Context: an optimization exercise on an open-source flow, tuned for small area, a short achievable clock period and few clock cycles per item. The choices shown serve that exercise and are no tape-out recipe.
Function was checked by simulation only, so behaviour that the tests miss may differ from the original.

--- flow/config.mk ---
export PLATFORM = sky130hd
export DESIGN_NAME = cmp_coder
export DESIGN_NICKNAME = cmp_coder
export VERILOG_FILES = /design/flow/design.v
export SDC_FILE = /design/flow/constraint.sdc
export NUM_CORES = 4
export LEC_CHECK = 0
export CAP_MARGIN = 20
export CORE_MARGIN = 2
export CORE_UTILIZATION = 62
export PLACE_DENSITY = 0.68
export SLEW_MARGIN = 20
--- flow/constraint.sdc ---
create_clock -name core_clock -period 55.0 [get_ports {clk}]
set_input_delay 11.0000 -clock core_clock [delete_from_list [all_inputs] [get_ports {clk}]]
set_output_delay 11.0000 -clock core_clock [all_outputs]
set_load 0.01 [all_outputs]
--- flow/design.v ---
module cmp_coder (
    input  wire        clk,
    input  wire        rst,         
    input  wire [1:0]  cfg_fmt,     
    input  wire [1:0]  cfg_type,    
    input  wire        cfg_pred,    
    input  wire [2:0]  cfg_e,       
    input  wire        in_valid,
    output wire        in_ready,
    input  wire [15:0] in_pix,
    input  wire        in_last,
    output reg         out_valid,
    input  wire        out_ready,
    output reg  [31:0] out_data,
    output reg         out_last,
    output wire [15:0] res_len,     
    output wire [15:0] res_npix,    
    output wire [31:0] res_crc      
);
    localparam [31:0] CRC_POLY = 32'h82F6_3B78;    
    reg        rst_r;        
    reg        run;          
    reg        rdy;          
    reg        pend;         
    reg        first_exp;    
    assign in_ready = rdy;
    wire accept = in_valid & rdy;
    reg [1:0] fmt_r;
    reg [1:0] type_r;
    reg       pred_r;
    reg [2:0] e_r;
    wire        is_raw = (type_r == 2'd1);
    wire        is_bnd = (type_r == 2'd3);
    wire [15:0] maxv   = (fmt_r == 2'd0) ? 16'h03FF : (fmt_r == 2'd1) ? 16'h0FFF : 16'hFFFF;
    wire [15:0] half   = (fmt_r == 2'd0) ? 16'h0200 : (fmt_r == 2'd1) ? 16'h0800 : 16'h8000;
    wire [2:0]  ee     = is_bnd ? e_r : 3'd0;           
    wire [3:0]  w      = {ee, 1'b1};                    
    reg        s0_v, s0_last, s0_first, s0_i1;
    reg [15:0] s0_pix;
    reg [1:0]  cnt;           
    always @(posedge clk) begin
        rst_r <= rst;
        if (rst_r) begin
            s0_v      <= 1'b0;
            first_exp <= 1'b1;
        end else if (run) begin
            s0_v     <= accept;
            s0_pix   <= in_pix;
            s0_last  <= in_last;
            s0_first <= first_exp;
            s0_i1    <= !first_exp && (cnt == 2'd1);
            if (accept) begin
                first_exp <= in_last;
                cnt       <= first_exp ? 2'd1 : (cnt == 2'd2) ? 2'd2 : cnt + 2'd1;
            end
        end
        if (rdy && first_exp) begin
            fmt_r  <= cfg_fmt;
            type_r <= cfg_type;
            pred_r <= cfg_pred;
            e_r    <= cfg_e;
        end
    end
    reg [15:0] x1, x2;        
    wire [15:0] x  = s0_pix & maxv;
    wire        i1 = s0_i1;
    wire [15:0] xp = s0_first ? half : (pred_r && !i1) ? x2 : x1;
    wire [1:0]  asel = s0_first ? 2'd0 : (pred_r && !i1) ? 2'd2 : 2'd1;
    wire [16:0] dd    = {1'b0, x} - {1'b0, xp};
    wire        sgn_c = (fmt_r == 2'd0) ? dd[9] : (fmt_r == 2'd1) ? dd[11] : dd[15];
    wire        sgn   = is_bnd ? dd[16] : sgn_c;
    wire [15:0] dabs  = (dd[15:0] ^ {16{sgn}}) + {15'd0, sgn};
    wire [15:0] mag   = is_bnd ? dabs : (dabs & maxv);
    function [5:0] dstep;
        input [3:0] r;
        input [1:0] bits;
        input [2:0] e;
        reg [5:0] t, w1, w2, w3;
        reg [6:0] d1, d2, d3;
        begin
            t  = {r, bits};
            w1 = {2'b00, e, 1'b1};
            w2 = {1'b0, e, 2'b10};
            w3 = {1'b0, e, 2'b10} + {2'b00, e, 1'b1};
            d1 = {1'b0, t} - {1'b0, w1};     
            d2 = {1'b0, t} - {1'b0, w2};     
            d3 = {1'b0, t} - {1'b0, w3};
            if (!d3[6])      dstep = {2'd3, d3[3:0]};
            else if (!d2[6]) dstep = {2'd2, d2[3:0]};
            else if (!d1[6]) dstep = {2'd1, d1[3:0]};
            else             dstep = {2'd0, t[3:0]};
        end
    endfunction
    reg [3:0]  r1;
    reg [5:0]  q1;
    integer i;
    always @(*) begin
        r1 = 4'd0;
        for (i = 2; i >= 0; i = i - 1)
            {q1[2*i+1 -: 2], r1} = dstep(r1, mag[2*i+11 -: 2], ee);
    end
    reg        s1_v, s1_last, s1_first, s1_sgn;
    reg [1:0]  s1_asel;
    reg [3:0]  s1_r;
    reg [15:0] s1_q;          
    always @(posedge clk) begin
        if (rst_r) begin
            s1_v <= 1'b0;
        end else if (run) begin
            s1_v     <= s0_v;
            s1_last  <= s0_last;
            s1_first <= s0_first;
            s1_sgn   <= sgn;
            s1_asel  <= asel;
            s1_r     <= r1;
            s1_q     <= {q1, mag[9:0]};
            if (s0_v) begin
                x2  <= x1;
                x1  <= x;
            end
        end
    end
    reg [3:0]  r2;
    reg [9:0]  q2;
    always @(*) begin
        r2 = s1_r;
        for (i = 4; i >= 0; i = i - 1)
            {q2[2*i+1 -: 2], r2} = dstep(r2, s1_q[2*i+1 -: 2], ee);
    end
    reg        s2_v, s2_last, s2_first, s2_sgn;
    reg [1:0]  s2_asel;
    reg [3:0]  s2_r;
    reg [15:0] s2_q;
    always @(posedge clk) begin
        if (rst_r) begin
            s2_v <= 1'b0;
        end else if (run) begin
            s2_v     <= s1_v;
            s2_last  <= s1_last;
            s2_first <= s1_first;
            s2_sgn   <= s1_sgn;
            s2_asel  <= s1_asel;
            s2_r     <= r2;
            s2_q     <= {s1_q[15:10], q2};
        end
    end
    reg signed [3:0] adj1, adj2;    
    reg [1:0]  ctx;                 
    reg [21:0] a_r [0:3];
    reg [5:0]  n_r [0:3];
    reg [3:0]  cused;               
    reg [13:0] npix;
    wire [15:0] x3 = s1_v ? x2 : x1;
    wire signed [3:0] adjp = (s2_asel == 2'd0) ? 4'sd0 : (s2_asel == 2'd1) ? adj1 : adj2;
    wire signed [5:0] tt   = $signed({2'b00, s2_r}) + (s2_sgn ? -{{2{adjp[3]}}, adjp} : {{2{adjp[3]}}, adjp});
    wire        corr = (tt > $signed({3'b000, ee}));
    wire signed [5:0] sp   = corr ? tt - $signed({2'b00, w}) : tt;    
    wire signed [5:0] s    = s2_sgn ? -sp : sp;                       
    wire [15:0] hu  = x3 - {{10{s[5]}}, s};
    wire [15:0] top = ~x3 & maxv;                                     
    wire        lo  = !s[5] && (x3[15:3] == 13'd0) && (x3[2:0] < s[2:0]);
    wire        hi  = s[5] && (top[15:3] == 13'd0) && ({1'b0, top[2:0]} < -s[3:0]);
    wire [15:0] h   = lo ? 16'd0 : hi ? maxv : hu;
    wire signed [3:0] adjn = lo ? $signed(x3[3:0]) : hi ? $signed(x3[3:0] - maxv[3:0]) : s[3:0];
    reg  [16:0] all1, all0;         
    integer ib;
    always @(*) begin
        all1[0] = 1'b1;
        all0[0] = 1'b1;
        for (ib = 1; ib <= 16; ib = ib + 1) begin
            all1[ib] = all1[ib-1] & s2_q[ib-1];
            all0[ib] = all0[ib-1] & ~s2_q[ib-1];
        end
    end
    wire        qz   = all0[16];
    wire        incq = corr & ~s2_sgn;
    wire        decq = ~corr & s2_sgn & ~qz;
    wire [14:0] mhi  = s2_q[14:0] ^ (({15{incq}} & all1[14:0]) | ({15{decq}} & all0[14:0]));
    wire [15:0] m    = {mhi, corr ? s2_sgn : (s2_sgn & ~qz)};
    wire [21:0] a_c = cused[ctx] ? a_r[ctx] : 22'd4;
    wire [5:0]  n_c = cused[ctx] ? n_r[ctx] : 6'd1;
    function lt6;
        input [5:0] a;
        input [5:0] b;
        integer i;
        reg r, e;
        begin
            r = 1'b0;
            e = 1'b1;
            for (i = 5; i >= 0; i = i - 1) begin
                r = r | (e & ~a[i] & b[i]);
                e = e & ~(a[i] ^ b[i]);
            end
            lt6 = r;
        end
    endfunction
    reg  [16:0] kok;
    reg  [22:0] hz;                 
    reg  [22:0] lz;                 
    integer kk;
    always @(*) begin
        hz[22] = 1'b1;
        for (kk = 21; kk >= 0; kk = kk - 1) hz[kk] = hz[kk+1] & ~a_c[kk];
        lz[0] = 1'b1;
        for (kk = 1; kk <= 22; kk = kk + 1) lz[kk] = lz[kk-1] & ~a_c[kk-1];
        for (kk = 0; kk <= 16; kk = kk + 1)
            kok[kk] = hz[kk+6] && (lt6(a_c[kk +: 6], n_c) || ((a_c[kk +: 6] == n_c) && lz[kk]));
    end
    reg  [4:0]  k;
    always @(*) begin
        k = 5'd16;
        for (kk = 16; kk >= 0; kk = kk - 1)
            if (kok[kk]) k = kk[4:0];
    end
    wire [4:0] b3 = (fmt_r == 2'd0) ? 5'd10 : (fmt_r == 2'd1) ? 5'd12 : 5'd16;
    function [31:0] zsh;
        input [31:0] c;
        input integer n;
        integer j;
        reg [31:0] cc;
        begin
            cc = c;
            for (j = 0; j < n; j = j + 1)
                cc = cc[0] ? ((cc >> 1) ^ CRC_POLY) : (cc >> 1);
            zsh = cc;
        end
    endfunction
    reg  [31:0] crc;          
    reg  [2:0]  cbits;        
    wire [31:0] crc_in = s2_first ? 32'd0 : crc;
    wire [2:0]  cb_in  = s2_first ? 3'd0 : cbits;
    wire [2:0]  cb_new = cb_in + b3[2:0];
    wire [31:0] u10 = zsh(crc_in ^ {16'd0, h}, 10);
    wire [31:0] u12 = zsh(u10, 2);
    wire [31:0] u14 = zsh(u12, 2);
    wire [31:0] u16 = zsh(u14, 2);
    wire [31:0] o32 = 32'hFFFF_FFFF;
    wire [4:0]  nsh = s2_last ? (b3 + {2'b00, 3'd0 - cb_new}) : b3;
    reg  [31:0] crc_new;
    always @(*) begin
        case (nsh)
            5'd10:   crc_new = u10 ^ zsh(o32, 10) ^ o32;
            5'd12:   crc_new = u12 ^ zsh(o32, 12) ^ o32;
            5'd14:   crc_new = u14 ^ zsh(o32, 14) ^ o32;
            default: crc_new = u16 ^ zsh(o32, 16) ^ o32;
        endcase
    end
    assign res_crc = crc;
    reg        s3_v, s3_last, s3_first, s3_raw;
    reg [1:0]  s3_fmt;
    reg [15:0] s3_m;          
    reg [4:0]  s3_k;
    integer j3;
    always @(posedge clk) begin
        if (rst_r) begin
            s3_v <= 1'b0;
            ctx   <= 2'd0;
            adj1  <= 4'sd0;
            adj2  <= 4'sd0;
            cused <= 4'd0;
        end else if (run) begin
            s3_v     <= s2_v;
            s3_last  <= s2_last;
            s3_first <= s2_first;
            s3_raw   <= is_raw;
            s3_fmt   <= fmt_r;
            s3_m     <= is_raw ? h : m;
            s3_k     <= k;
            if (s2_v) begin
                crc   <= crc_new;
                cbits <= cb_new;
                npix  <= s2_first ? 14'd1 : npix + 14'd1;
                adj2  <= adj1;
                adj1  <= is_bnd ? adjn : 4'sd0;
                ctx   <= (m == 16'd0) ? 2'd0 :
                         (m[15:2] == 14'd0 && !(m[1] && m[0])) ? 2'd1 :
                         (m[15:4] == 12'd0 && !(&m[3:0])) ? 2'd2 : 2'd3;
                if (!is_raw) begin
                    cused[ctx] <= 1'b1;
                    if (&n_c) begin
                        a_r[ctx] <= (a_c + {6'd0, m}) >> 1;
                        n_r[ctx] <= 6'd32;
                    end else begin
                        a_r[ctx] <= a_c + {6'd0, m};
                        n_r[ctx] <= n_c + 6'd1;
                    end
                end
                if (s2_last) begin
                    ctx   <= 2'd0;
                    cused <= 4'd0;
                end
            end
        end
    end
    assign res_npix = {2'b00, npix};
    wire [4:0] b4 = (s3_fmt == 2'd0) ? 5'd10 : (s3_fmt == 2'd1) ? 5'd12 : 5'd16;
    wire [15:0] mask4 = (s3_fmt == 2'd0) ? 16'h03FF : (s3_fmt == 2'd1) ? 16'h0FFF : 16'hFFFF;
    wire [15:0] qv    = s3_m >> s3_k;
    wire        esc   = (|qv[15:5]) | (qv[4] & qv[3]);
    reg  [16:0] ww;
    reg  [4:0]  uu;
    reg  [5:0]  clen;
    always @(*) begin
        if (s3_raw) begin
            ww   = {1'b0, ~s3_m & mask4};
            uu   = 5'd0;
            clen = {1'b0, b4};
        end else if (esc) begin
            ww   = {1'b0, ~s3_m & mask4};
            uu   = 5'd24;
            clen = 6'd24 + {1'b0, b4};
        end else begin
            ww   = {(~s3_m & ~(16'hFFFF << s3_k)), 1'b1};
            uu   = qv[4:0];
            clen = {1'b0, qv[4:0]} + 6'd1 + {1'b0, s3_k};
        end
    end
    reg [71:0] acc;           
    reg [6:0]  nbits;
    reg [15:0] nbytes;        
    reg        flushing;      
    wire        ins  = run && s3_v;
    wire [5:0]  sh   = nbits[5:0] + {1'b0, uu};
    wire [71:0] clr  = {55'd0, (ins ? ww : 17'd0)} << sh;
    wire [71:0] accI = acc & ~clr;
    wire [6:0]  nbI  = nbits + (ins ? {1'b0, clen} : 7'd0);
    wire endblk    = flushing || (ins && s3_last);    
    wire want      = endblk ? (nbI != 7'd0) : (nbI[6] | nbI[5]);
    wire take      = want && (!out_valid || out_ready);
    wire take_last = endblk && (nbI <= 7'd32);
    wire [6:0]  nb_t  = take_last ? 7'd0 : nbI - 7'd32;
    wire [6:0]  nb_n  = take ? nb_t : nbI;
    wire        ov_n  = want || (out_valid && !out_ready);
    wire [6:0]  lsum  = {4'd0, nbits[2:0]} + {1'b0, clen} + (s3_last ? 7'd7 : 7'd0);
    assign res_len = nbytes;
    wire pend_n  = (run && s2_v && s2_last) ? 1'b1 :
                   (out_valid && out_ready && out_last) ? 1'b0 : pend;
    wire s0v_n   = run ? accept : s0_v;
    wire s1v_n   = run ? s0_v : s1_v;
    wire s2v_n   = run ? s1_v : s2_v;
    wire s2f_n   = run ? s1_first : s2_first;
    wire fexp_n  = accept ? in_last : first_exp;
    wire ok_t    = (nb_t <= 7'd32);
    wire ok_k    = (nbI <= 7'd32);
    wire pack_ok = take ? ok_t : ok_k;
    wire hold3   = s2v_n && s2f_n && pend_n;
    wire run_n   = pack_ok && !hold3;
    wire rdy_n   = run_n && !(fexp_n && (s0v_n || s1v_n));
    always @(posedge clk) begin
        if (rst) begin
            run       <= 1'b0;
            rdy       <= 1'b0;
            out_valid <= 1'b0;
        end else if (rst_r) begin
            run       <= 1'b1;
            rdy       <= 1'b1;
            out_valid <= 1'b0;
        end else begin
            run       <= run_n;
            rdy       <= rdy_n;
            out_valid <= ov_n;
        end
        if (rst_r) begin
            acc      <= {72{1'b1}};
            nbits    <= 7'd0;
            flushing <= 1'b0;
            pend     <= 1'b0;
        end else begin
            acc      <= take ? {32'hFFFF_FFFF, accI[71:32]} : accI;
            nbits    <= nb_n;
            pend     <= pend_n;
            if (ins && s3_last) flushing <= 1'b1;
            if (take && take_last) flushing <= 1'b0;
        end
        if (take) begin
            out_data <= take_last ? (accI[31:0] & ~(32'hFFFF_FFFF << nbI[5:0])) : accI[31:0];
            out_last <= take_last;
        end
        if (ins) begin
            nbytes <= (s3_first ? 16'd0 : nbytes) + {12'd0, lsum[6:3]};
        end
    end
endmodule
--- flow/flow/run.sh ---
#!/bin/bash
set -uo pipefail
export SETUP_SLACK_MARGIN=43
export CTS_ARGS="-sink_clustering_enable -repair_clock_nets -sink_clustering_size 30 -sink_clustering_max_diameter 60 -dont_use_dummy_load -balance_levels"
bash standard.sh > standard.log 2>&1
--- flow/standard.sh ---
#!/bin/bash
# synth_recipe.tcl (not shown) runs the flow's synth.tcl, then flattens the netlist and writes it again
# the make line also repeats each setting of config.mk as NAME=value (left out here)
make -C /OpenROAD-flow-scripts/flow DESIGN_CONFIG=/design/flow/config.mk WORK_HOME=/design/flow/orfs CLKGATE_MAP_FILE= SYNTH_SCRIPT=/design/flow/synth_recipe.tcl "${@:-finish}"
==> flow_summary_export.csv, run 1 <==
group,metric,value,unit
status,outcome,"complete, no violations",
cts,number_of_buffers_created_by_cts,41,
critical_path,worst_path_largest_cell_delay,0.45,ns
global_route,grt_max_degree,64,
timing,clock-skew-final,0.0817,ns
detailed_routing,route.layer.met1.wl,38800,µm
synthesis,xor_xnor_fraction_of_synth_area,10.4,%
critical_path,critical_path.cell_chain,"buf_2",
cells_and_area,finalCoreUtilization,69.3,%
global_route,grt_first_pass_wirelength,144000,µm
cts,clock_sink_count,453,
timing,max_freq,81.8,MHz
synthesis,syn_avg_cell_area,9.44,µm²
placed_design,gp_congestion,0.944,
synthesis,syn_inst,3605,
timing,drv_slew,0,
detailed_routing,routed-via-count,28463,
critical_path,worst_setup_path_start_kind,"flop",
synthesis,synth_edf_count,347,
cts,cts_hold_buf,0,
synthesis,post_synth_num_cell_types,111,
synthesis,netlist_area,0.0340,mm²
die,die_width,238,µm
critical_path,crit_path_top_delay_cell,"sky130_fd_sc_hd__edfxtp_1",
detailed_routing,vias_per_instance,6.42,
detailed_routing,met3_wirelength,6240,µm
synthesis,post_synth_fa_ha_maj_area_fraction,9.73,%
cells_and_area,fillers,4306,
die,fp-row-count,85,
detailed_routing,detail_route.drc_violations,0,
cells_and_area,n_antenna_cell,0,
die,design.portCount,128,
timing,setup_viol,0,
placed_design,dpl-instance-area,0.0360,mm²
synthesis,yosys.area_share.simple,15.9,%
timing,rsz0062_at_grt,"yes",
die,die_area,0.0568,mm²
timing,whs,0.367,ns
critical_path,timing.critical_path.to_type,"output port",
cts,htree_levels,2,
synthesis,synthArstFlopShare,0,%
cells_and_area,finish.net_count,3976,
detailed_routing,initialDrtViolationCount,2359,
die,core_area,0.0540,mm²
timing,final.period_utilization,22.2,%
synthesis,yosysWarningCount,1,
cells_and_area,final_common_cell,"sky130_fd_sc_hd__nand2_1",
global_route,grt_pass1_vias,27377,
cells_and_area,share_of_layout_cells_above_drive_strength_1,12.7,%
timing,fin_tns_setup,0,ns
detailed_routing,route.top_layer_used,"met4",
detailed_routing,wl,91800,µm
min_path,min_path_type,"reg -> reg",
synthesis,synth_seq_area_share,36.9,%
synthesis,ys_seq_elements,453,
detailed_routing,antenna_nets_post_route,0,
cts,clk-insertion-delay-late,0.61,ns
cts,tritoncts,"yes",
detailed_routing,routed_wire_length_per_instance,20.7,µm
cts,cts.path.max_buffers,3,
synthesis,synth.mux.area_fraction,6.28,%
die,initial_utilization,63.0,%
critical_path,worst_ep_required_time,44.00,ns
cells_and_area,regArea,0.0126,mm²
critical_path,timing.critical_path.max_delay_family,"flip-flops",
global_route,grt_antenna_before_repair,0,
synthesis,synth_top_family_by_area,"compound AO/OA/AOI/OAI gates",
critical_path,critical_path_class,"reg -> out",
detailed_routing,detailedRoute.firstPassIterationCount,5,
critical_path,worst_ep_arrival_time,1.22,ns
die,chipHeight,238,µm
cts,clkSlewWorstSetupHoldPaths,0.09,ns
cells_and_area,layout_common_cells,"sky130_fd_sc_hd__nand2_1, sky130_fd_sc_hd__edfxtp_1, sky130_fd_sc_hd__nor2_1, sky130_fd_sc_hd__a21oi_1, sky130_fd_sc_hd__xnor2_1",
synthesis,synth-compound-area-share,17.0,%
cells_and_area,fin_area,0.0375,mm²
timing,slew_worst_pin,1.07,ns
placed_design,dp_hpwl,65800,µm
timing,slew-limit-headroom,26.6,%
critical_path,cp_num_buf_inv,1,
timing,finalWorstPathRequiredPeriod,12.22,ns
global_route,track_usage,31.6,%
synthesis,synth-main-ff-cell,"sky130_fd_sc_hd__edfxtp_1",
cts,ctsRootBufferMaster,"sky130_fd_sc_hd__clkbuf_16",
timing,finalHoldViolCount,0,
cells_and_area,area_growth_syn_to_layout,10.1,%
global_route,gr-total-overflow,0,
critical_path,timing.critical_path.fanout_max,2,
placed_design,quantity_of_i_o_buffers_inserted_on_ports,125,
cells_and_area,multi_input_area,0.0204,mm²
flow_run,cap_violations,0,
detailed_routing,met2WireLength,43800,µm
[logic make-up (layout without fill, tap and decap cells)]
group | Yosys count | count (layout)
xor+xnor | 361 | 361
simple gates | 1131 | 1132
other cells | 1 | 2
buf+inv | 338 | 471
compound gates | 899 | 899
fa+ha+maj | 260 | 260
flops | 453 | 453
mux | 162 | 162
[Yosys cell counts, types with 60 or more instances]
cell | n | share of area, %
sky130_fd_sc_hd__a21o_1 | 60 | 1.3
sky130_fd_sc_hd__a21oi_1 | 268 | 3.9
sky130_fd_sc_hd__clkbuf_1 | 132 | 1.5
sky130_fd_sc_hd__dfxtp_1 | 106 | 6.2
sky130_fd_sc_hd__edfxtp_1 | 347 | 31
sky130_fd_sc_hd__ha_1 | 179 | 6.6
sky130_fd_sc_hd__inv_1 | 166 | 1.8
sky130_fd_sc_hd__mux2i_1 | 78 | 2.3
sky130_fd_sc_hd__nand2_1 | 375 | 4.1
sky130_fd_sc_hd__nor2_1 | 291 | 3.2
sky130_fd_sc_hd__nor3_1 | 78 | 1.1
sky130_fd_sc_hd__o21ai_0 | 183 | 2.7
sky130_fd_sc_hd__or3_1 | 60 | 1.1
sky130_fd_sc_hd__xnor2_1 | 242 | 6.2
sky130_fd_sc_hd__xor2_1 | 85 | 2.2
[worst paths after layout]
kind | cells past startpoint | endpoint | start | slack (ns)
setup reg to reg | 36 | crc[12]$_DFFE_PP_ | s2_asel[1]$_DFFE_PP_ | 43.61
setup / recovery | 1 | out_last | out_last$_DFFE_PP_ | 42.78
hold reg to reg | 0 | s1_last$_DFFE_PP_ | s0_last$_DFFE_PP_ | 0.37
hold / removal | 0 | s1_last$_DFFE_PP_ | s0_last$_DFFE_PP_ | 0.37
[state kept, by name, indices dropped and copies added, names as in the netlist, 14 cells and up, named ones only]
register	cells
n_r	24
x1	16
nbytes	16
acc	72
npix	14
s2_q	16
s1_q	16
a_r	88
s0_pix	16
out_data	32
crc	32
x2	16
s3_m	16
[metrics by stage]
step	instances	setup slack, ns
after floorplan	3606	42.83
after global placement	4313	41.54
after detailed placement	4313	41.51
after CTS	4402	42.76
after global routing	4436	42.76
final	4436	42.78
[routing by layer]
| layer | track usage (%) | vias to the layer above |
|---|---|---|
| li1 | - | 13414 |
| met2 | 52.8 | 1120 |
| met4 | 11.1 | 0 |
| met5 | 0 | - |
| met1 | 42.4 | 13723 |
| met3 | 3.96 | 206 |
[what timing repair did]
| action | CTS | global route |
|---|---|---|
| endpoints found under the hold margin | 0 | 0 |
| gates resized for setup | 423 | 30 |
| gates cloned | 6 | 1 |
| endpoints found under the setup margin | 208 | 116 |
| pin swaps | 2 | 5 |
| setup buffers | 42 | 31 |
[area by class of cell]
class	count	area share (%)
Timing Repair Buffer	256	5.22
Inverter	173	1.79
Timing Repair inverter	1	0.0234
Clock buffer	41	2.74
Multi-Input combinational cell	2816	54.4
Tap cell	696	2.32
Sequential cell	453	33.5
Testbench counts, summed over its fixed seeds: cycles 138,779, pixels 137,713.
==> run 2, diff against run 1 <==
--- a/flow/config.mk
+++ b/flow/config.mk
@@ -7,6 +7,5 @@
 export LEC_CHECK = 0
 export CAP_MARGIN = 20
 export CORE_MARGIN = 2
-export CORE_UTILIZATION = 62
-export PLACE_DENSITY = 0.68
+export CORE_UTILIZATION = 50
 export SLEW_MARGIN = 20
==> run 2 against run 1 <==
Net effect: hold slack improved by 0.051 ns; clock-buffer cell count rose by 1; cell area rose by 1.5%; via count fell by 1.9%; wire length rose by 4.8%; worst setup slack improved by 0.017 ns.
==> flow_summary_export.csv, run 2 <==
group,metric,value,unit
detailed_routing,detailedRoute.firstPassIterationCount,8,
synthesis,synth_area_leaders,"sky130_fd_sc_hd__edfxtp_1, sky130_fd_sc_hd__ha_1, sky130_fd_sc_hd__dfxtp_1",
cells_and_area,biggestRegsByFlops,"a_r (88), acc (72)",
die,design.portCount,128,
timing,drv_slew,0,
critical_path,crit_path_top_delay_cell,"sky130_fd_sc_hd__edfxtp_1",
timing,finalHoldViolCount,0,
synthesis,yosysWarningCount,1,
critical_path,reg2reg_from,"s2_asel[1]$_DFFE_PP_",
critical_path,timing.critical_path.fanout_max,1,
flow_run,cap_violations,0,
timing,fin_tns_setup,0,ns
critical_path,worst_setup_path_start_kind,"flop",
cells_and_area,n_antenna_cell,0,
cells_and_area,area_growth_syn_to_layout,11.8,%
timing,setup_viol,0,
global_route,grt_pass1_vias,27078,
cells_and_area,final_common_cell,"sky130_fd_sc_hd__nand2_1",
timing,rsz0062_at_grt,"yes",
die,fp-row-count,95,
cells_and_area,share_of_layout_cells_above_drive_strength_1,13.4,%
critical_path,timing.critical_path.max_delay_family,"flip-flops",
timing,slew_worst_pin,1.05,ns
synthesis,synth_seq_area_share,36.9,%
cts,number_of_buffers_created_by_cts,42,
detailed_routing,met2WireLength,45200,µm
critical_path,worst_path_largest_cell_delay,0.44,ns
timing,finalWorstPathRequiredPeriod,12.21,ns
cts,cts.path.max_buffers,3,
status,outcome,"complete, no violations",
die,die_width,265,µm
synthesis,syn_inst,3605,
detailed_routing,met3_wirelength,5080,µm
timing,slew-limit-headroom,28.2,%
min_path,hold-path-cell-count,0,
min_path,min_path_type,"reg -> reg",
critical_path,critical_path_class,"reg -> out",
placed_design,placement.setup.worst_slack,41.34,ns
detailed_routing,initialDrtViolationCount,2148,
synthesis,syn_avg_cell_area,9.44,µm²
synthesis,synth-main-ff-cell,"sky130_fd_sc_hd__edfxtp_1",
detailed_routing,wl,96200,µm
die,die_area,0.0701,mm²
critical_path,r2r_slack,43.59,ns
timing,clock-skew-final,0.0934,ns
cells_and_area,largest_register_ff_count,88,
critical_path,cp_num_buf_inv,1,
critical_path,timing.critical_path.to_type,"output port",
critical_path,crit-reg2reg-capture,"crc[22]$_DFFE_PP_",
placed_design,dp_hpwl,69200,µm
timing,final.period_utilization,22.2,%
synthesis,synthArstFlopShare,0,%
global_route,grt_antenna_before_repair,0,
detailed_routing,antenna_nets_post_route,0,
min_path,whs_endpoint,"s2_q[13]$_DFFE_PP_",
placed_design,gp_congestion,0.928,
cts,tritoncts,"yes",
cells_and_area,finish.net_count,3999,
detailed_routing,vias_per_instance,6.03,
critical_path,register_to_register_path_depth,35,
global_route,grt_max_degree,71,
cells_and_area,largest_register,"a_r",
synthesis,synth_top_area_share,30.6,%
cts,htree_levels,2,
cells_and_area,fin_area,0.0380,mm²
synthesis,ys_seq_elements,453,
detailed_routing,detail_route.drc_violations,0,
synthesis,netlist_area,0.0340,mm²
synthesis,synth_commonest_cells,"sky130_fd_sc_hd__nand2_1, sky130_fd_sc_hd__edfxtp_1, sky130_fd_sc_hd__nor2_1, sky130_fd_sc_hd__a21oi_1, sky130_fd_sc_hd__xnor2_1",
detailed_routing,route.top_layer_used,"met4",
synthesis,post-synth-top-count-cell,"sky130_fd_sc_hd__nand2_1",
timing,setup_ws,42.79,ns
cts,ctsRootBufferMaster,"sky130_fd_sc_hd__clkbuf_16",
cts,clk-insertion-delay-late,0.61,ns
synthesis,post_synth_num_cell_types,111,
cts,clock_sink_count,453,
die,chipHeight,265,µm
die,core_area,0.0673,mm²
timing,max_freq,81.9,MHz
synthesis,yosys.area.top_type,"sky130_fd_sc_hd__edfxtp_1",
global_route,track_usage,26.7,%
critical_path,critical_path.cell_chain,"buf_2",
min_path,min_from,"s1_q[13]$_SDFFCE_PN1P_",
global_route,grt_first_pass_wirelength,149000,µm
detailed_routing,route.layer.met1.wl,43100,µm
detailed_routing,routed-via-count,27932,
placed_design,dpl-instance-area,0.0362,mm²
critical_path,worst_ep_required_time,44.00,ns
cells_and_area,layout_common_cells,"sky130_fd_sc_hd__nand2_1, sky130_fd_sc_hd__edfxtp_1, sky130_fd_sc_hd__nor2_1, sky130_fd_sc_hd__a21oi_1, sky130_fd_sc_hd__xnor2_1",
placed_design,quantity_of_i_o_buffers_inserted_on_ports,125,
timing,whs,0.418,ns
synthesis,synth_edf_count,347,
die,initial_utilization,50.6,%
detailed_routing,routed_wire_length_per_instance,20.7,µm
cts,clkSlewWorstSetupHoldPaths,0.10,ns
global_route,gr-total-overflow,0,
critical_path,worst_ep_arrival_time,1.21,ns
run 2: cell counts after synthesis:
Identical to the previous run, type by type.
run 2: worst max path at each step:
| stage | startpoint | end | slack, ns | depth (start not counted) |
|---|---|---|---|---|
| floorplan | out_ready | out_data[0]$_DFFE_PP_ | 42.83 | 7 |
| global placement | out_ready | acc[43]$_SDFF_PP1_ | 41.43 | 9 |
| detailed placement | out_ready | acc[43]$_SDFF_PP1_ | 41.34 | 9 |
| CTS | nbytes[11]$_DFFE_PP_ | res_len[11] | 42.73 | 1 |
| global route | type_r[1]$_DFFE_PP_ | s2_r[3]$_DFFE_PP_ | 42.75 | 41 |
| finish | out_data[24]$_DFFE_PP_ | out_data[24] | 42.79 | 1 |
run 2: repair_timing:
| action | in CTS | in global routing |
|---|---|---|
| setup endpoints to repair | 207 | 133 |
| setup buffers | 55 | 36 |
| gates resized for setup | 431 | 32 |
| hold buffers | 0 | 0 |
| gates cloned | 7 | 1 |
| pin swaps | 2 | 3 |
| endpoints found under the hold margin | 0 | 0 |
run 2: layout make-up:
class | count | area (µm²)
repair buffers | 279 | 2240
inverters | 173 | 661
well taps | 873 | 1090
multi-input cells | 2816 | 20400
flip-flops and latches | 453 | 12600
fillers | 5973 | 29300
clock buffers | 42 | 1050
run 2: through the flow:
stage / instances / util (%)
finish: 4636 / 56.5
floorplan: 3606 / -
global route: 4636 / 56.5
detailed placement: 4493 / 53.8
CTS: 4597 / 55.8
global placement: 4493 / 53.8
run 2: logic make-up (layout without fill, tap and decap cells):
kind of cell,Yosys count,in the layout,share of synthesized area [%]
compound gates,899,899,17.0
xor+xnor,361,361,10.4
fa+ha+maj,260,260,9.73
buf+inv,338,494,3.81
flops,453,453,36.9
mux,162,162,6.28
other cells,1,2,0.0110
simple gates,1131,1132,15.9
run 2: worst register-to-register path, delay by kind of cell (launching register included):
family / cells / cell delay, ns
compound gates: 11 / 3.35
flops: 1 / 0.50
buf+inv: 2 / 0.13
fa+ha+maj: 5 / 1.82
mux: 2 / 0.37
simple gates: 5 / 1.00
xor+xnor: 10 / 3.94
run 2: per-layer routing:
layer,vias to the layer above,track usage (%)
met3,168,3.97
met4,0,8.37
met2,759,44.2
met5,-,0
li1,13455,-
met1,13550,36.0
==> run 3, diff against run 2 <==
==> flow/flow/run.sh (replaced) <==
#!/bin/bash
set -uo pipefail
export SETUP_SLACK_MARGIN=43
export REMOVE_ABC_BUFFERS=1
export CTS_ARGS="-sink_clustering_enable -repair_clock_nets -sink_clustering_size 30 -sink_clustering_max_diameter 60 -dont_use_dummy_load -balance_levels"
bash standard.sh > standard.log 2>&1
--- a/flow/config.mk
+++ b/flow/config.mk
@@ -7,5 +7,5 @@
 export LEC_CHECK = 0
 export CAP_MARGIN = 20
 export CORE_MARGIN = 2
-export CORE_UTILIZATION = 50
+export CORE_UTILIZATION = 55
 export SLEW_MARGIN = 20
==> run 3 against run 2 <==
Net effect: worst setup slack got worse by 0.013 ns; utilization increased by 4.9 points; wire length decreased by 1.8%; still clean on timing, DRC and antenna; largest cell class unchanged; global-route usage increased by 2.5 points; critical path depth unchanged; clock skew decreased by 0.012 ns.
==> flow_summary_export.csv, run 3 <==
group,metric,value,unit
cts,htree_levels,2,
global_route,grt_pass1_vias,27276,
die,design.portCount,128,
cells_and_area,share_of_layout_cells_above_drive_strength_1,13.0,%
detailed_routing,routed-via-count,27920,
critical_path,crit-reg2reg-capture,"s1_r[3]$_DFFE_PP_",
min_path,whs_endpoint,"s2_asel[1]$_DFFE_PP_",
cts,clock_sink_count,453,
synthesis,synth_edf_count,347,
min_path,hold-path-cell-count,0,
min_path,min_path_type,"reg -> reg",
detailed_routing,antenna_nets_post_route,0,
cts,number_of_buffers_created_by_cts,44,
critical_path,critical_path.cell_chain,"buf_2",
synthesis,ys_seq_elements,453,
detailed_routing,detail_route.drc_violations,0,
die,die_width,253,µm
cells_and_area,finalCoreUtilization,61.4,%
critical_path,r2r_slack,43.51,ns
detailed_routing,routed_wire_length_per_instance,20.8,µm
synthesis,yosys.area.top_type,"sky130_fd_sc_hd__edfxtp_1",
synthesis,post-synth-top-count-cell,"sky130_fd_sc_hd__nand2_1",
critical_path,critical_path_depth,1,
synthesis,synth_commonest_cells,"sky130_fd_sc_hd__nand2_1, sky130_fd_sc_hd__edfxtp_1, sky130_fd_sc_hd__nor2_1, sky130_fd_sc_hd__a21oi_1, sky130_fd_sc_hd__xnor2_1",
critical_path,timing.critical_path.to_type,"output port",
detailed_routing,wl,94400,µm
cells_and_area,layoutNonFillerInstCount,4534,
synthesis,synthArstFlopShare,0,%
synthesis,syn_inst,3605,
global_route,gr-total-overflow,0,
die,chipHeight,253,µm
timing,finalHoldViolCount,0,
timing,slew-limit-headroom,24.4,%
flow_run,cap_violations,0,
cells_and_area,layout_common_cells,"sky130_fd_sc_hd__nand2_1, sky130_fd_sc_hd__edfxtp_1, sky130_fd_sc_hd__nor2_1, sky130_fd_sc_hd__a21oi_1, sky130_fd_sc_hd__xnor2_1",
cells_and_area,n_antenna_cell,0,
timing,finalWorstPathRequiredPeriod,12.22,ns
placed_design,dp_hpwl,67900,µm
cts,clkSlewWorstSetupHoldPaths,0.05,ns
die,core_area,0.0615,mm²
detailed_routing,vias_per_instance,6.16,
cells_and_area,largest_register_ff_count,88,
global_route,grt_max_degree,63,
cts,cts.path.max_buffers,3,
timing,setup_viol,0,
die,fp-row-count,91,
critical_path,timing.critical_path.max_delay_family,"flip-flops",
placed_design,quantity_of_i_o_buffers_inserted_on_ports,125,
placed_design,dp_cells,4414,
critical_path,worst_setup_path_start_kind,"flop",
timing,max_freq,81.8,MHz
synthesis,synth_area_leaders,"sky130_fd_sc_hd__edfxtp_1, sky130_fd_sc_hd__ha_1, sky130_fd_sc_hd__dfxtp_1",
cells_and_area,final_common_cell,"sky130_fd_sc_hd__nand2_1",
critical_path,timing.critical_path.fanout_max,2,
cts,cts_hold_buf,0,
cells_and_area,multi_input_area,0.0204,mm²
critical_path,reg2reg_from,"pred_r$_DFFE_PP_",
critical_path,register_to_register_path_depth,51,
synthesis,synth-main-ff-cell,"sky130_fd_sc_hd__edfxtp_1",
synthesis,yosysWarningCount,1,
synthesis,synth_seq_area_share,36.9,%
cts,tritoncts,"yes",
timing,rsz0062_at_grt,"yes",
synthesis,synth_top_area_share,30.6,%
cts,clk-insertion-delay-late,0.61,ns
timing,slew_worst_pin,1.11,ns
global_route,track_usage,29.2,%
timing,clock-skew-final,0.0818,ns
critical_path,worst_path_largest_cell_delay,0.46,ns
cts,ctsRootBufferMaster,"sky130_fd_sc_hd__clkbuf_16",
cells_and_area,biggestRegsByFlops,"a_r (88), acc (72)",
global_route,grt_antenna_before_repair,0,
timing,drv_slew,0,
min_path,min_from,"s1_asel[1]$_SDFFCE_PP0P_",
global_route,grt_first_pass_wirelength,149000,µm
detailed_routing,initialDrtViolationCount,2007,
die,initial_utilization,55.3,%
critical_path,critical_path_class,"reg -> out",
timing,fin_tns_setup,0,ns
critical_path,crit_path_top_delay_cell,"sky130_fd_sc_hd__edfxtp_1",
status,outcome,"complete, no violations",
cells_and_area,area_growth_syn_to_layout,11.0,%
detailed_routing,detailedRoute.firstPassIterationCount,6,
placed_design,gp_congestion,0.939,
critical_path,cp_num_buf_inv,1,
cells_and_area,largest_register,"a_r",
die,die_area,0.0639,mm²
synthesis,post_synth_num_cell_types,111,
synthesis,syn_avg_cell_area,9.44,µm²
critical_path,worst_ep_arrival_time,1.22,ns
cells_and_area,fillers,5223,
cells_and_area,finish.net_count,3980,
synthesis,netlist_area,0.0340,mm²
timing,final.period_utilization,22.2,%
critical_path,worst_ep_required_time,44.00,ns
cells_and_area,regArea,0.0126,mm²
## run 3: final cells by class
cell class | instances | area share, %
clock buffer | 44 | 2.92
multi-input combinational | 2816 | 54.1
sequential | 453 | 33.3
timing repair buffer | 258 | 5.34
inverter | 173 | 1.76
tap | 790 | 2.62
## run 3: repair_timing
item,4_1_cts,5_1_grt
gates cloned,5,1
endpoints found under the setup margin,211,204
buffers inserted,42,28
gates resized for setup,424,43
pin swaps,2,4
## run 3: worst max path at each step
stage | startpoint | endpoint | slack (ns)
2_1_floorplan | out_ready | acc[40]$_SDFF_PP1_ | 40.34
3_3_place_gp | out_ready | acc[31]$_SDFF_PP1_ | 41.62
3_5_place_dp | out_ready | acc[37]$_SDFF_PP1_ | 41.61
4_1_cts | crc[1]$_DFFE_PP_ | res_crc[1] | 42.75
5_1_grt | pred_r$_DFFE_PP_ | s1_r[3]$_DFFE_PP_ | 42.73
6_report | crc[1]$_DFFE_PP_ | res_crc[1] | 42.78
## run 3: metrics by stage
stage          hold WS (ns)  setup slack [ns]  area, µm²
3_3_place_gp          0.402             41.62      36100
5_1_grt               0.424             42.73      37700
2_1_floorplan         0.400             40.34      33400
4_1_cts               0.418             42.75      37300
3_5_place_dp          0.406             41.61      36100
6_report              0.416             42.78      37700
## run 3: cell families (layout without fill, tap and decap cells)
kind of cell | count (synthesis) | count (layout) | share of synthesized area (%)
simple gates | 1131 | 1132 | 15.9
compound gates | 899 | 899 | 17.0
flops | 453 | 453 | 36.9
xor+xnor | 361 | 361 | 10.4
buf+inv | 338 | 475 | 3.81
fa+ha+maj | 260 | 260 | 9.73
mux | 162 | 162 | 6.28
other cells | 1 | 2 | 0.0110
## run 3: per-layer routing
metal	vias up	routed length, µm	global-route usage [%]	share of wire [%]
met5	-	0	0	0
met4	0	2980	9.91	3.2
met3	181	5330	3.55	5.6
met2	911	45200	49.6	48
met1	13431	40900	38.5	43
li1	13397	-	-	-
==> run 4, diff against run 3 <==
==> flow/flow/run.sh (replaced) <==
#!/bin/bash
set -uo pipefail
export SETUP_SLACK_MARGIN=42.85
export CTS_ARGS="-sink_clustering_enable -repair_clock_nets -sink_clustering_size 30 -sink_clustering_max_diameter 60 -dont_use_dummy_load -balance_levels"
bash standard.sh > standard.log 2>&1
==> run 4 against run 3 <==
Net effect: critical path depth stayed put; clock-buffer cell count fell by 2; still clean on timing, DRC and antenna; global-route usage is 0.29 points lower; register-to-register slack worse by 0.04 ns; via count about the same; first-iteration DRC count up 4.7%; wire length decreased by 1.0%; utilization down 0.49 points; flip-flop and latch count stayed put.
==> flow_summary_export.csv, run 4 <==
group,metric,value,unit
status,outcome,"complete, no violations",
critical_path,timing.critical_path.max_delay_family,"flip-flops",
critical_path,r2r_slack,43.47,ns
synthesis,synthArstFlopShare,0,%
detailed_routing,routed-via-count,27893,
synthesis,xor_xnor_fraction_of_synth_area,10.4,%
synthesis,synth_commonest_cells,"sky130_fd_sc_hd__nand2_1, sky130_fd_sc_hd__edfxtp_1, sky130_fd_sc_hd__nor2_1, sky130_fd_sc_hd__a21oi_1, sky130_fd_sc_hd__xnor2_1",
cells_and_area,biggestRegsByFlops,"a_r (88), acc (72)",
cells_and_area,area_growth_syn_to_layout,10.1,%
min_path,whs_endpoint,"s1_last$_DFFE_PP_",
cells_and_area,largest_register,"a_r",
cts,clkSlewWorstSetupHoldPaths,0.09,ns
synthesis,synth_area_leaders,"sky130_fd_sc_hd__edfxtp_1, sky130_fd_sc_hd__ha_1, sky130_fd_sc_hd__dfxtp_1",
critical_path,timing.critical_path.fanout_max,2,
timing,drv_slew,0,
cts,tritoncts,"yes",
cts,ctsRootBufferMaster,"sky130_fd_sc_hd__clkbuf_16",
global_route,gr-total-overflow,0,
timing,clock-skew-final,0.0715,ns
timing,slew-limit-headroom,27.8,%
timing,setup_viol,0,
synthesis,synth_seq_area_share,36.9,%
min_path,min_from,"s0_last$_DFFE_PP_",
cells_and_area,multi_input_area,0.0204,mm²
detailed_routing,vias_per_instance,6.17,
placed_design,dp_hpwl,67900,µm
global_route,grt_max_degree,73,
critical_path,timing.critical_path.to_type,"output port",
critical_path,crit-reg2reg-capture,"s1_r[3]$_DFFE_PP_",
cts,cts_hold_buf,0,
cts,number_of_buffers_created_by_cts,42,
synthesis,yosys.area_share.simple,15.9,%
detailed_routing,wl,93500,µm
detailed_routing,antenna_nets_post_route,0,
die,design.portCount,128,
synthesis,syn_inst,3605,
synthesis,syn_avg_cell_area,9.44,µm²
global_route,grt_pass1_vias,26919,
timing,finalWorstPathRequiredPeriod,12.19,ns
synthesis,post-synth-top-count-cell,"sky130_fd_sc_hd__nand2_1",
synthesis,yosys.area.top_type,"sky130_fd_sc_hd__edfxtp_1",
cells_and_area,largest_register_ff_count,88,
cells_and_area,share_of_layout_cells_above_drive_strength_1,12.2,%
critical_path,worst_path_largest_cell_delay,0.42,ns
cells_and_area,fillers,5323,
die,chipHeight,253,µm
synthesis,synth-compound-area-share,17.0,%
synthesis,synth_top_family_by_area,"compound AO/OA/AOI/OAI gates",
die,initial_utilization,55.3,%
cts,clk-insertion-delay-late,0.60,ns
cts,cts.path.max_buffers,3,
global_route,grt_first_pass_wirelength,148000,µm
detailed_routing,routed_wire_length_per_instance,20.7,µm
timing,final.period_utilization,22.2,%
die,die_width,253,µm
synthesis,synth-main-ff-cell,"sky130_fd_sc_hd__edfxtp_1",
cells_and_area,finish.net_count,3962,
synthesis,synth_top_area_share,30.6,%
synthesis,synth.mux.area_fraction,6.28,%
critical_path,register_to_register_path_depth,51,
timing,rsz0062_at_grt,"yes",
die,core_area,0.0615,mm²
min_path,hold-path-cell-count,0,
critical_path,worst_setup_path_start_kind,"flop",
synthesis,yosysWarningCount,1,
placed_design,dp_cells,4415,
placed_design,placement.setup.worst_slack,41.52,ns
detailed_routing,detailedRoute.firstPassIterationCount,7,
synthesis,post_synth_fa_ha_maj_area_fraction,9.73,%
timing,slew_worst_pin,1.07,ns
cells_and_area,finalCoreUtilization,60.9,%
cts,clock_sink_count,453,
cells_and_area,layoutNonFillerInstCount,4518,
critical_path,critical_path.cell_chain,"buf_2",
detailed_routing,detail_route.drc_violations,0,
critical_path,reg2reg_from,"pred_r$_DFFE_PP_",
timing,max_freq,82.0,MHz
synthesis,synth_edf_count,347,
synthesis,post_synth_num_cell_types,111,
critical_path,worst_ep_required_time,44.00,ns
die,fp-row-count,91,
synthesis,ys_seq_elements,453,
global_route,grt_antenna_before_repair,1,
synthesis,netlist_area,0.0340,mm²
min_path,min_path_type,"reg -> reg",
placed_design,quantity_of_i_o_buffers_inserted_on_ports,125,
timing,setup_ws,42.81,ns
placed_design,gp_congestion,0.929,
cells_and_area,layout_common_cells,"sky130_fd_sc_hd__nand2_1, sky130_fd_sc_hd__edfxtp_1, sky130_fd_sc_hd__nor2_1, sky130_fd_sc_hd__a21oi_1, sky130_fd_sc_hd__xnor2_1",
global_route,track_usage,28.9,%
critical_path,worst_ep_arrival_time,1.19,ns
timing,finalHoldViolCount,0,
cells_and_area,final_common_cell,"sky130_fd_sc_hd__nand2_1",
cts,htree_levels,2,
die,die_area,0.0639,mm²
detailed_routing,initialDrtViolationCount,2101,
critical_path,critical_path_class,"reg -> out",
critical_path,crit_path_top_delay_cell,"sky130_fd_sc_hd__edfxtp_1",
flow_run,cap_violations,0,
cells_and_area,regArea,0.0125,mm²
critical_path,cp_num_buf_inv,1,
timing,fin_tns_setup,0,ns
## run 4: cell counts after synthesis
No cell type changed its count.
## run 4: how the worst max path moves through the flow
stage                      startpoint               endpoint  slack [ns]  cells past startpoint
3_5_place_dp                out_ready     acc[19]$_SDFF_PP1_       41.52                      8
5_1_grt        npix[10]$_SDFFCE_PP0P_           res_npix[10]       42.79                      1
2_1_floorplan               out_ready  out_data[0]$_DFFE_PP_       42.83                      7
3_3_place_gp                out_ready     acc[31]$_SDFF_PP1_       41.57                      9
4_1_cts         npix[9]$_SDFFCE_PP0P_            res_npix[9]       42.78                      1
6_report        npix[9]$_SDFFCE_PP0P_            res_npix[9]       42.81                      1
## run 4: final cells by class
type,count,area share (%)
multi-input cells,2816,54.4
flip-flops and latches,453,33.5
repair buffers,242,4.83
clock buffers,42,2.81
well taps,790,2.64
inverters,173,1.78
diodes,2,0.0134
## run 4: timing repair
action,CTS,global route
cloned,4,2
endpoints found under the hold margin,0,0
pin swaps,0,3
resized for setup,409,33
setup buffers,43,10
endpoints found under the setup margin,198,81
## run 4: cells by family (layout without fill, tap and decap cells)
logic type / count (synthesis) / after routing
XOR/XNOR: 361 / 361
flip-flops: 453 / 453
AO/OA/AOI/OAI: 899 / 899
adder cells (fa/ha/maj): 260 / 260
AND/OR/NAND/NOR: 1131 / 1132
other: 1 / 4
multiplexers: 162 / 162
buffers and inverters: 338 / 457
## run 4: metal layers
layer	GRT usage [%]	share of wire (%)	vias to the layer above
li1	-	-	13346
met3	2.87	5.1	148
met2	48.6	48	836
met1	39.5	45	13563
met5	0	0	-
met4	8.42	2.6	0
## run 4: through the flow
| stage | area, µm² | hold slack (ns) |
|---|---|---|
| after global placement | 36100 | 0.403 |
| after CTS | 37200 | 0.358 |
| after global routing | 37400 | 0.369 |
| after floorplan | 34100 | 0.400 |
| final | 37400 | 0.353 |
| after detailed placement | 36100 | 0.406 |
==> run 5, diff against run 4 <==
==> flow/flow/run.sh (replaced) <==
#!/bin/bash
set -uo pipefail
export SETUP_SLACK_MARGIN=43
export CTS_ARGS="-sink_clustering_enable -repair_clock_nets -sink_clustering_size 30 -sink_clustering_max_diameter 60 -dont_use_dummy_load -balance_levels"
bash standard.sh > standard.log 2>&1
--- a/flow/config.mk
+++ b/flow/config.mk
@@ -9,3 +9,4 @@
 export CORE_MARGIN = 2
 export CORE_UTILIZATION = 55
 export SLEW_MARGIN = 20
+export TNS_END_PERCENT = 25
==> run 5 against run 4 <==
Net effect: still clean on timing, DRC and antenna; clock-buffer cell count decreased by 1; global-route usage rose by 0.10 points; register-to-register slack worse by 0.08 ns; maximum frequency down 0.11%; area after synthesis did not move; cell area up 0.27%; clock skew grew 0.011 ns; worst setup slack got worse by 0.014 ns; utilization increased by 0.17 points; critical path type unchanged; critical endpoint is now res_npix[8]; largest cell class unchanged.
==> flow_summary_export.csv, run 5 <==
group,metric,value,unit
synthesis,post_synth_num_cell_types,111,
detailed_routing,routed_wire_length_per_instance,20.8,µm
critical_path,timing.critical_path.max_delay_family,"flip-flops",
synthesis,yosys.area.top_type,"sky130_fd_sc_hd__edfxtp_1",
global_route,global_route.usage.met3,3.33,%
synthesis,synthArstFlopShare,0,%
placed_design,gp_congestion,0.942,
synthesis,syn_avg_cell_area,9.44,µm²
synthesis,synth_top_area_share,30.6,%
placed_design,dp_cells,4410,
critical_path,critical_path.cell_chain,"clkdlybuf4s15_2",
timing,fin_tns_setup,0,ns
timing,setup_viol,0,
synthesis,syn_inst,3605,
cts,clock_sink_count,453,
placed_design,quantity_of_i_o_buffers_inserted_on_ports,125,
detailed_routing,detail_route.drc_violations,0,
timing,clock-skew-final,0.0826,ns
cts,tritoncts,"yes",
critical_path,crit-reg2reg-capture,"crc[20]$_DFFE_PP_",
die,fp-row-count,91,
timing,finalHoldViolCount,0,
min_path,hold-path-cell-count,0,
critical_path,register_to_register_path_depth,35,
cells_and_area,largest_register_ff_count,88,
cts,ctsRootBufferMaster,"sky130_fd_sc_hd__clkbuf_16",
cts,cts_hold_buf,0,
critical_path,crit_path_top_delay_cell,"sky130_fd_sc_hd__edfxtp_1",
synthesis,post-synth-top-count-cell,"sky130_fd_sc_hd__nand2_1",
cells_and_area,area_growth_syn_to_layout,10.4,%
global_route,grt_max_degree,73,
cells_and_area,biggestRegsByFlops,"a_r (88), acc (72)",
cts,htree_levels,2,
min_path,whs_endpoint,"s1_last$_DFFE_PP_",
critical_path,cp_num_buf_inv,1,
cts,number_of_buffers_created_by_cts,41,
timing,setup_ws,42.80,ns
critical_path,r2r_slack,43.39,ns
die,core_area,0.0615,mm²
timing,slew-limit-headroom,25.0,%
detailed_routing,antenna_nets_post_route,0,
min_path,min_path_type,"reg -> reg",
cells_and_area,share_of_layout_cells_above_drive_strength_1,11.4,%
die,die_width,253,µm
cells_and_area,layout_common_cells,"sky130_fd_sc_hd__nand2_1, sky130_fd_sc_hd__edfxtp_1, sky130_fd_sc_hd__nor2_1, sky130_fd_sc_hd__a21oi_1, sky130_fd_sc_hd__xnor2_1",
cts,clkSlewWorstSetupHoldPaths,0.08,ns
critical_path,timing.critical_path.fanout_max,2,
timing,rsz0062_at_grt,"yes",
global_route,grt_pass1_vias,26922,
die,initial_utilization,55.3,%
critical_path,worst_ep_required_time,44.00,ns
synthesis,synth_seq_area_share,36.9,%
detailed_routing,detailedRoute.firstPassIterationCount,6,
min_path,min_from,"s0_last$_DFFE_PP_",
synthesis,synth_edf_count,347,
cells_and_area,fillers,5295,
die,design.portCount,128,
synthesis,synth_area_leaders,"sky130_fd_sc_hd__edfxtp_1, sky130_fd_sc_hd__ha_1, sky130_fd_sc_hd__dfxtp_1",
synthesis,synth-main-ff-cell,"sky130_fd_sc_hd__edfxtp_1",
synthesis,yosysWarningCount,1,
timing,final.period_utilization,22.2,%
timing,drv_slew,0,
global_route,track_usage,29.0,%
critical_path,timing.critical_path.to_type,"output port",
flow_run,cap_violations,0,
cells_and_area,finish.net_count,3951,
cells_and_area,layoutNonFillerInstCount,4506,
global_route,grt_use_met1,39.7,%
global_route,gr-total-overflow,0,
global_route,grt_antenna_before_repair,1,
timing,slew_worst_pin,1.10,ns
critical_path,reg2reg_from,"s2_asel[1]$_DFFE_PP_",
cts,cts.path.max_buffers,3,
die,die_area,0.0639,mm²
critical_path,worst_ep_arrival_time,1.20,ns
timing,max_freq,81.9,MHz
status,outcome,"complete, no violations",
synthesis,ys_seq_elements,453,
synthesis,netlist_area,0.0340,mm²
detailed_routing,vias_per_instance,6.19,
placed_design,dp_hpwl,67800,µm
global_route,grtUsageMet2,48.7,%
critical_path,worst_setup_path_start_kind,"flop",
global_route,grt_first_pass_wirelength,147000,µm
critical_path,worst_path_largest_cell_delay,0.41,ns
cells_and_area,final_common_cell,"sky130_fd_sc_hd__nand2_1",
timing,finalWorstPathRequiredPeriod,12.20,ns
detailed_routing,routed-via-count,27876,
cts,clk-insertion-delay-late,0.62,ns
synthesis,synth_commonest_cells,"sky130_fd_sc_hd__nand2_1, sky130_fd_sc_hd__edfxtp_1, sky130_fd_sc_hd__nor2_1, sky130_fd_sc_hd__a21oi_1, sky130_fd_sc_hd__xnor2_1",
cells_and_area,largest_register,"a_r",
critical_path,critical_path_class,"reg -> out",
global_route,grt_busiest_layer,"met2",
detailed_routing,initialDrtViolationCount,2414,
die,chipHeight,253,µm
placed_design,placement.setup.worst_slack,41.29,ns
detailed_routing,wl,93900,µm
run 5: cell types whose count changed in the layout (fill, tap and decap cells not counted), sizes merged:
| cell | change |
|---|---|
| clkdlybuf4s50 | -1 |
| clkbuf | +10 |
| clkinv | +1 |
| dlygate4sd2 | +1 |
| bufbuf | +1 |
| clkdlybuf4s15 | +33 |
| diode | -1 |
| buf | -55 |
| clkinvlp | +1 |
| inv | -2 |
run 5: area by class of cell:
type	instances	area (µm²)	share of cell area [%]
repair buffers	232	1950	5.20
diodes	1	2.50	0.00666
flip-flops and latches	453	12500	33.4
clock buffers	41	1030	2.73
inverters	173	661	1.76
well taps	790	988	2.63
multi-input cells	2816	20400	54.3
run 5: through the flow:
step	area (µm²)	hold WS [ns]	util (%)
5_1_grt	37500	0.378	61.1
3_3_place_gp	36100	0.402	58.7
3_5_place_dp	36100	0.407	58.7
6_report	37500	0.393	61.1
2_1_floorplan	34100	0.400	-
4_1_cts	37500	0.390	61.0
run 5: per-layer routing:
| layer | vias to the layer above | routed length, µm |
|---|---|---|
| met5 | - | 0 |
| met2 | 897 | 44900 |
| met3 | 139 | 4960 |
| met4 | 0 | 2250 |
| li1 | 13347 | - |
| met1 | 13493 | 41800 |
run 5: what timing repair did:
item | in CTS | in global routing
setup endpoints to repair | 209 | 120
cloned | 6 | 1
pin swaps | 1 | 2
resized for setup | 326 | 50
buffers inserted | 40 | 6
run 5: logic make-up (layout without fill, tap and decap cells):
family,after synthesis,in the layout,synth area share [%]
xor gates and xnor gates,361,361,10.4
adders and majority gates,260,260,9.73
buffers and inverters,338,446,3.81
muxes,162,162,6.28
DFF,453,453,36.9
AOI/OAI and AO/OA,899,899,17.0
other,1,3,0.0110
and+or+nand+nor,1131,1132,15.9
run 5: worst max path at each step:
stage | cells after the start | slack, ns | from | end
3_5_place_dp | 9 | 41.29 | out_ready | acc[51]$_SDFF_PP1_
4_1_cts | 1 | 42.77 | npix[10]$_SDFFCE_PP0P_ | res_npix[10]
6_report | 1 | 42.80 | npix[8]$_SDFFCE_PP0P_ | res_npix[8]
2_1_floorplan | 7 | 42.83 | out_ready | out_data[0]$_DFFE_PP_
3_3_place_gp | 9 | 41.40 | out_ready | acc[48]$_SDFF_PP1_
5_1_grt | 51 | 42.71 | s0_i1$_DFFE_PP_ | s1_r[3]$_DFFE_PP_
==> run 6, diff against run 5 <==
--- a/flow/config.mk
+++ b/flow/config.mk
@@ -9,4 +9,4 @@
 export CORE_MARGIN = 2
 export CORE_UTILIZATION = 55
 export SLEW_MARGIN = 20
-export TNS_END_PERCENT = 25
+export TNS_END_PERCENT = 5
==> run 6 against run 5 <==
Net effect: still clean; global-route usage did not move; non-clock buffer count decreased by 2; utilization about the same; area after synthesis unchanged; first-iteration DRC count decreased by 7.0%; worst setup slack lost 0.0037 ns; critical path depth stayed put; sequential share of layout area barely moved; register-to-register slack about the same; die area stayed put; critical endpoint is now res_crc[11].
==> flow_summary_export.csv, run 6 <==
group,metric,value,unit
timing,finalWorstPathRequiredPeriod,12.21,ns
global_route,grt_pass1_vias,26922,
synthesis,netlist_area,0.0340,mm²
detailed_routing,detailedRoute.firstPassIterationCount,7,
detailed_routing,initialDrtViolationCount,2244,
cts,ctsRootBufferMaster,"sky130_fd_sc_hd__clkbuf_16",
detailed_routing,routed-via-count,27828,
critical_path,worst_setup_path_start_kind,"flop",
cells_and_area,layoutNonFillerInstCount,4504,
synthesis,post-synth-top-count-cell,"sky130_fd_sc_hd__nand2_1",
cells_and_area,layout_common_cells,"sky130_fd_sc_hd__nand2_1, sky130_fd_sc_hd__edfxtp_1, sky130_fd_sc_hd__nor2_1, sky130_fd_sc_hd__a21oi_1, sky130_fd_sc_hd__xnor2_1",
timing,drv_slew,0,
critical_path,critical_path.cell_chain,"buf_2",
cts,clk-insertion-delay-late,0.62,ns
detailed_routing,wl,94000,µm
cells_and_area,biggestRegsByFlops,"a_r (88), acc (72)",
critical_path,timing.critical_path.fanout_max,2,
cts,tritoncts,"yes",
cells_and_area,largest_register_ff_count,88,
timing,final.period_utilization,22.2,%
synthesis,yosysWarningCount,1,
cells_and_area,finalCoreUtilization,61.0,%
critical_path,timing.critical_path.max_delay_family,"flip-flops",
die,die_area,0.0639,mm²
die,fp-row-count,91,
timing,max_freq,81.9,MHz
timing,fin_tns_setup,0,ns
synthesis,synth_area_leaders,"sky130_fd_sc_hd__edfxtp_1, sky130_fd_sc_hd__ha_1, sky130_fd_sc_hd__dfxtp_1",
synthesis,syn_inst,3605,
detailed_routing,routed_wire_length_per_instance,20.9,µm
synthesis,synth_seq_area_share,36.9,%
cells_and_area,finish.net_count,3949,
die,chipHeight,253,µm
cells_and_area,multi_input_area,0.0204,mm²
global_route,grt_antenna_before_repair,1,
timing,slew_worst_pin,1.04,ns
global_route,track_usage,29.0,%
placed_design,quantity_of_i_o_buffers_inserted_on_ports,125,
cells_and_area,regArea,0.0125,mm²
timing,setup_viol,0,
timing,clock-skew-final,0.0824,ns
critical_path,cp_num_buf_inv,1,
detailed_routing,antenna_nets_post_route,0,
synthesis,ys_seq_elements,453,
synthesis,synth_commonest_cells,"sky130_fd_sc_hd__nand2_1, sky130_fd_sc_hd__edfxtp_1, sky130_fd_sc_hd__nor2_1, sky130_fd_sc_hd__a21oi_1, sky130_fd_sc_hd__xnor2_1",
synthesis,synth_top_area_share,30.6,%
detailed_routing,vias_per_instance,6.18,
critical_path,worst_path_largest_cell_delay,0.47,ns
critical_path,critical_path_class,"reg -> out",
die,initial_utilization,55.3,%
global_route,grt_max_degree,73,
placed_design,dp_cells,4410,
cells_and_area,largest_register,"a_r",
synthesis,synth_edf_count,347,
cts,clkSlewWorstSetupHoldPaths,0.08,ns
cells_and_area,share_of_layout_cells_above_drive_strength_1,11.4,%
cells_and_area,fillers,5299,
global_route,gr-total-overflow,0,
synthesis,post_synth_num_cell_types,111,
timing,slew-limit-headroom,29.0,%
critical_path,worst_ep_required_time,44.00,ns
critical_path,worst_ep_arrival_time,1.21,ns
cells_and_area,area_growth_syn_to_layout,10.3,%
critical_path,timing.critical_path.to_type,"output port",
die,die_width,253,µm
status,outcome,"complete, no violations",
placed_design,gp_congestion,0.942,
flow_run,cap_violations,0,
die,design.portCount,128,
cts,clock_sink_count,453,
cts,htree_levels,2,
cts,cts_hold_buf,0,
synthesis,syn_avg_cell_area,9.44,µm²
synthesis,synth-main-ff-cell,"sky130_fd_sc_hd__edfxtp_1",
timing,rsz0062_at_grt,"yes",
cells_and_area,final_common_cell,"sky130_fd_sc_hd__nand2_1",
die,core_area,0.0615,mm²
placed_design,dpl-instance-area,0.0361,mm²
synthesis,synthArstFlopShare,0,%
placed_design,dp_hpwl,67800,µm
critical_path,crit_path_top_delay_cell,"sky130_fd_sc_hd__edfxtp_1",
global_route,grt_first_pass_wirelength,147000,µm
cts,number_of_buffers_created_by_cts,41,
cts,cts.path.max_buffers,3,
synthesis,yosys.area.top_type,"sky130_fd_sc_hd__edfxtp_1",
cells_and_area,fin_area,0.0375,mm²
min_path,min_path_type,"reg -> reg",
detailed_routing,detail_route.drc_violations,0,
timing,finalHoldViolCount,0,
[run 6: cells by family (layout without fill, tap and decap cells)]
group | Yosys count | in the layout | share of synthesized area, %
simple gates | 1131 | 1132 | 15.9
compound gates | 899 | 899 | 17.0
flops | 453 | 453 | 36.9
xor+xnor | 361 | 361 | 10.4
buf+inv | 338 | 444 | 3.81
fa+ha+maj | 260 | 260 | 9.73
mux | 162 | 162 | 6.28
other cells | 1 | 3 | 0.0110
[run 6: final cells by class]
class                           instances  share of cell area (%)
Tap cell                              790                    2.63
Antenna cell                            1                 0.00667
Clock buffer                           41                    2.73
Sequential cell                       453                    33.4
Multi-Input combinational cell       2816                    54.3
Inverter                              173                    1.76
Timing Repair Buffer                  230                    5.16
[run 6: repair_timing]
item | CTS | global route
setup buffers | 40 | 4
gates cloned | 6 | 1
endpoints found under the setup margin | 209 | 120
pin swaps | 1 | 2
resized for setup | 326 | 48
[run 6: path summary, 6_finish.rpt]
check                       to  slack [ns]                 start  cells after the start
max                res_crc[11]       42.79     crc[11]$_DFFE_PP_                      1
max reg2reg  crc[20]$_DFFE_PP_       43.39  s2_asel[1]$_DFFE_PP_                     35
min          s1_last$_DFFE_PP_        0.38     s0_last$_DFFE_PP_                      0
min reg2reg  s1_last$_DFFE_PP_        0.38     s0_last$_DFFE_PP_                      0
[run 6: stage by stage]
stage / hold WS, ns / setup slack, ns
detailed placement: 0.407 / 41.29
global route: 0.378 / 42.71
finish: 0.384 / 42.79
floorplan: 0.400 / 42.83
global placement: 0.402 / 41.40
CTS: 0.390 / 42.77
[run 6: per-layer routing]
| metal | GRT usage [%] | share of wire, % |
|---|---|---|
| met4 | 7.74 | 2.4 |
| met2 | 48.7 | 48 |
| met5 | 0 | 0 |
| met1 | 39.7 | 45 |
| met3 | 3.33 | 5.3 |

## separate check: timing with driven ports
The flow's constraints put no driver on any port. The routed layouts listed below were extracted and timed again, unchanged, in two steps. Step 1 assumes that a clkbuf_16 drives the clock port and a buf_2 every other input. Step 2 adds t to the input delays and takes it off the output delays; t is the mean of the earliest and latest rising clock arrival at the registers after step 1. Input paths then give back, and output paths get back, about the clock's delay inside the block. a / b / c = ideal / step 1 / step 2; a / b = the first two.
| run | shift t [ns] | setup slack, ns | clock arrival spread, ns | worst register clock-pin slew, ns | worst data-port slew with drivers (ns) |
|---|---|---|---|---|---|
| run 1 | 0.626 | 42.776 / 42.716 / 42.589 | 0.091 / 0.092 | 0.10 / 0.10 | 0.07 |
| run 2 | 0.627 | 42.793 / 42.727 / 42.500 | 0.097 / 0.097 | 0.10 / 0.10 | 0.06 |
| run 3 | 0.637 | 42.781 / 42.714 / 42.430 | 0.087 / 0.088 | 0.09 / 0.09 | 0.15 |
| run 4 | 0.632 | 42.810 / 42.746 / 42.339 | 0.073 / 0.074 | 0.10 / 0.10 | 0.06 |
| run 5 | 0.639 | 42.796 / 42.733 / 42.510 | 0.083 / 0.083 | 0.10 / 0.10 | 0.06 |
| run 6 | 0.638 | 42.793 / 42.728 / 42.518 | 0.082 / 0.082 | 0.10 / 0.10 | 0.06 |
After both steps every run listed still meets setup and hold. For run 4, which loses most, drivers alone change the setup slack by -0.064 ns; drivers and shift together by -0.471 ns.
